Background: an optimization exercise with open tools, aiming at small area. Do not read the settings as production practice.
At most, simulation tests tie the RTL to the original design; equivalence was not proved.
Power and IR drop assume default switching activity.

// qe_unit
module qe_unit (
    input  wire        clk,
    input  wire        rst_n,         
    input  wire        qa,
    input  wire        qb,
    input  wire        qz,
    input  wire        tick_ms,
    input  wire        confirm,
    input  wire [4:0]  confirm_pair,
    input  wire        wr_en,
    input  wire [4:0]  wr_addr,
    input  wire [31:0] wr_data,
    input  wire [4:0]  rd_addr,
    output reg  [31:0] rd_data,
    output wire [7:0]  win_h,
    output reg         ev_uncertain,
    output reg         ev_referenced,
    output reg         ev_refused
);
For scale: ~3800 cells after synthesis, about 790 flip-flops, about 46000 um^2 of cells after synthesis.
==> flow/config.mk <==
export PLATFORM = sky130hd
export DESIGN_NAME = qe_unit
export DESIGN_NICKNAME = qe_unit
export VERILOG_FILES = /design/flow/design.v
export SDC_FILE = /design/flow/constraint.sdc
export NUM_CORES = 4
export LEC_CHECK = 0
export CAP_MARGIN = 10
export CORE_MARGIN = 2
export CORE_UTILIZATION = 40
export CTS_BUF_LIST = sky130_fd_sc_hd__clkbuf_16
export CTS_CLUSTER_DIAMETER = 90
export CTS_CLUSTER_SIZE = 27
export SLEW_MARGIN = 10
==> flow/constraint.sdc <==
create_clock -name core_clock -period 10.0 [get_ports {clk}]
set_input_delay 2.0000 -clock core_clock [delete_from_list [all_inputs] [get_ports {clk}]]
set_output_delay 2.0000 -clock core_clock [all_outputs]
set_load 0.01 [all_outputs]
standard.sh (not shown) runs the stock make flow with config.mk's settings and CLKGATE_MAP_FILE= SYNTH_SCRIPT=/design/flow/synth_recipe.tcl, a recipe that flattens the netlist after the stock synthesis.
==> flow/flow/run.sh <==
#!/bin/bash
# Layout flow: the standard layout (standard.sh, which runs the standard
# synthesis unchanged), with two changes to how the layout is made:
#  - the port buffers are the smallest buffer cell (buffer_ports -buffer_cell);
#  - the clock tree is built without dummy loads.
# make's full output goes to standard.log here; ORFS keeps each step's log
# under orfs/logs/.
set -euo pipefail
export BUFFER_PORTS_ARGS="-buffer_cell sky130_fd_sc_hd__buf_1"
export CTS_ARGS="-sink_clustering_enable -repair_clock_nets -sink_clustering_size 27 -sink_clustering_max_diameter 90 -buf_list sky130_fd_sc_hd__clkbuf_16 -dont_use_dummy_load"
if ! bash standard.sh > standard.log 2>&1; then
    tail -n 40 standard.log
    exit 1
fi
tail -n 5 standard.log
Edit:
--- a/flow/design.v
+++ b/flow/design.v
@@ -137,65 +137,60 @@
                     win_start[i] <= wd;
                 if (ld_c)
                     win_ctl[i] <= wd;
             end
         end
     endgenerate
     wire d_a     = fa_n ^ fa;
     wire d_b     = fb_n ^ fb;
     wire illegal = d_a & d_b;
     wire stepped = d_a ^ d_b;
     wire up_raw  = d_a ? (fa_n ^ fb) : !(fb_n ^ fa);
     wire up      = up_raw ^ cfg_dir;
-    wire [32:0] pf1, pf0;
-    assign pf1[0] = 1'b1;
-    assign pf0[0] = 1'b1;
+    wire [31:0] px = pos ^ {32{~up}};
+    wire [32:0] pf;
+    assign pf[0] = 1'b1;
     generate
         for (i = 0; i < 32; i = i + 1) begin : g_pf
-            assign pf1[i+1] = pf1[i] & pos[i];
-            assign pf0[i+1] = pf0[i] & ~pos[i];
+            assign pf[i+1] = pf[i] & px[i];
         end
     endgenerate
-    wire at_max = pf1[31] & ~pos[31];                        
+    wire at_max = (&pos[30:0]) & ~pos[31];                   
     wire at_min = pos[31] & (&(~pos[30:1]));                  
     wire range_err = stepped & (up ? at_max : at_min);
     wire do_step   = cfg_en & stepped & !range_err;    
     localparam [6:0] AGE_80 = 7'd18;
     wire age_a_lt  = age_a != AGE_80;                        
     wire age_b_lt  = age_b != AGE_80;
     wire [6:0] age_a_inc = {age_a[5:0], ~(age_a[6] ^ age_a[5])};
     wire [6:0] age_b_inc = {age_b[5:0], ~(age_b[6] ^ age_b[5])};
     wire overspeed = (d_a & age_a_lt) | (d_b & age_b_lt);
-    wire [31:0] tgl  = up ? pf1[31:0] : pf0[31:0];
-    wire [31:0] pos1 = pos ^ (tgl & {32{do_step}});
-    wire [9:0] dlt  = {delta[8], delta};
-    wire [9:0] dn;                                            
-    wire [10:0] dc;
-    assign dn[0] = ~dlt[0];
-    assign dc[1] = dlt[0];
+    wire [31:0] pos1 = pos ^ (pf[31:0] & {32{do_step}});
+    wire       d_neg = delta[8];
+    wire [7:0] d_mag = delta[7:0];
+    wire       d_z   = ~|d_mag;
+    wire       d_one = (d_mag == 8'd1);
+    wire       away  = d_z | (d_neg ^ up);
+    wire [7:0] dmx = d_mag ^ {8{~away}};
+    wire [8:0] dpf;
+    assign dpf[0] = 1'b1;
     generate
-        for (i = 1; i < 10; i = i + 1) begin : g_dn
-            qe_fa u_d (.a(dlt[i]), .b(~up), .c(dc[i]), .s(dn[i]), .co(dc[i+1]));
+        for (i = 0; i < 8; i = i + 1) begin : g_dpf
+            assign dpf[i+1] = dpf[i] & dmx[i];
         end
     endgenerate
-    wire [9:0] dm = dn ^ {10{dn[9]}};
-    wire [9:0] nb = ~{2'b00, still_band};
-    wire [10:0] bc;
-    assign bc[0] = dn[9];
-    generate
-        for (i = 0; i < 10; i = i + 1) begin : g_bc
-            assign bc[i+1] = (dm[i] & nb[i]) | (bc[i] & (dm[i] | nb[i]));
-        end
-    endgenerate
-    wire anchor_reset = do_step & bc[10];
+    wire [7:0] d_mag1 = d_mag ^ dpf[7:0];
+    wire       d_neg1 = away ? ~up : (d_neg & ~d_one);
+    wire [8:0] dn     = {d_neg1, d_mag1};               
+    wire anchor_reset = do_step & away & (d_mag == still_band);
     wire still1 = still & !anchor_reset;
     wire unc1   = illegal | (stepped & (range_err | overspeed));
     wire [2:0] cause1 = illegal ? C_ILLEGAL : range_err ? C_RANGE : C_OVERSPEED;
     wire ref1   = referenced & !unc1;
     wire mode1 = cfg_ref_mode == 2'd1;
     wire mode2 = cfg_ref_mode == 2'd2;
     wire mode3 = cfg_ref_mode == 2'd3;
     wire index_ev = fz_n && !fz && (!cfg_zgate || (fa_n && fb_n)) && !illegal && cfg_ref_mode[0];
     wire ref_idx  = index_ev & ((mode1 & !ref1) | (mode3 & ref_armed));
     wire chk      = index_ev & !ref_idx & ref1;
     wire [31:0] npos = ~pos;
     wire [11:0] r_elo [0:8];
Outcome:
- cell area went up by 0.66%
- power goes down by 6.0%
- fmax came out higher by 5.1%
- routed wire length went down by about 1%
- clock skew goes down by 22 ps
- count of clock-buffer cells in the layout fell by 4
- setup slack is better by 450 ps
- global-route usage fell by 1.1 points
- critical path depth drops by 4
- worst hold slack improved by 30 ps
- final cell count came out higher by about 1.6%
- non-clock buffer count does not change
- register-to-register slack is better by 450 ps
- synthesized cell count is higher by 2.3%
Only the layout flow was run in the second run of this note; the RTL was not checked for function there.

==> separate check: timing with driven ports <==
In the flow no input, the clock included, has a driving cell. The finished layouts below were timed again as built, in two steps. Step 1 (the two cells are an assumption about what drives the block):
set clk [get_ports {clk}]
set_driving_cell -lib_cell sky130_fd_sc_hd__clkbuf_16 $clk
set_driving_cell -lib_cell sky130_fd_sc_hd__buf_2 [delete_from_list [all_inputs] $clk]
Step 2 also shifts input and output timing later by t, the mid clock arrival at the registers, as if the neighbouring blocks saw the same clock. Slacks: ideal ports / drivers / drivers and shift; pairs: ideal ports / drivers.
run	t, ns	slack for setup (ns)	hold WS [ns]	pins driven straight from the clock port
the first run	0.738	0.735 / 0.735 / 0.735	0.429 / 0.429 / 0.429	1
the second run	0.688	1.185 / 1.185 / 1.185	0.459 / 0.459 / 0.459	1
After both steps setup and hold are still met in every run listed.
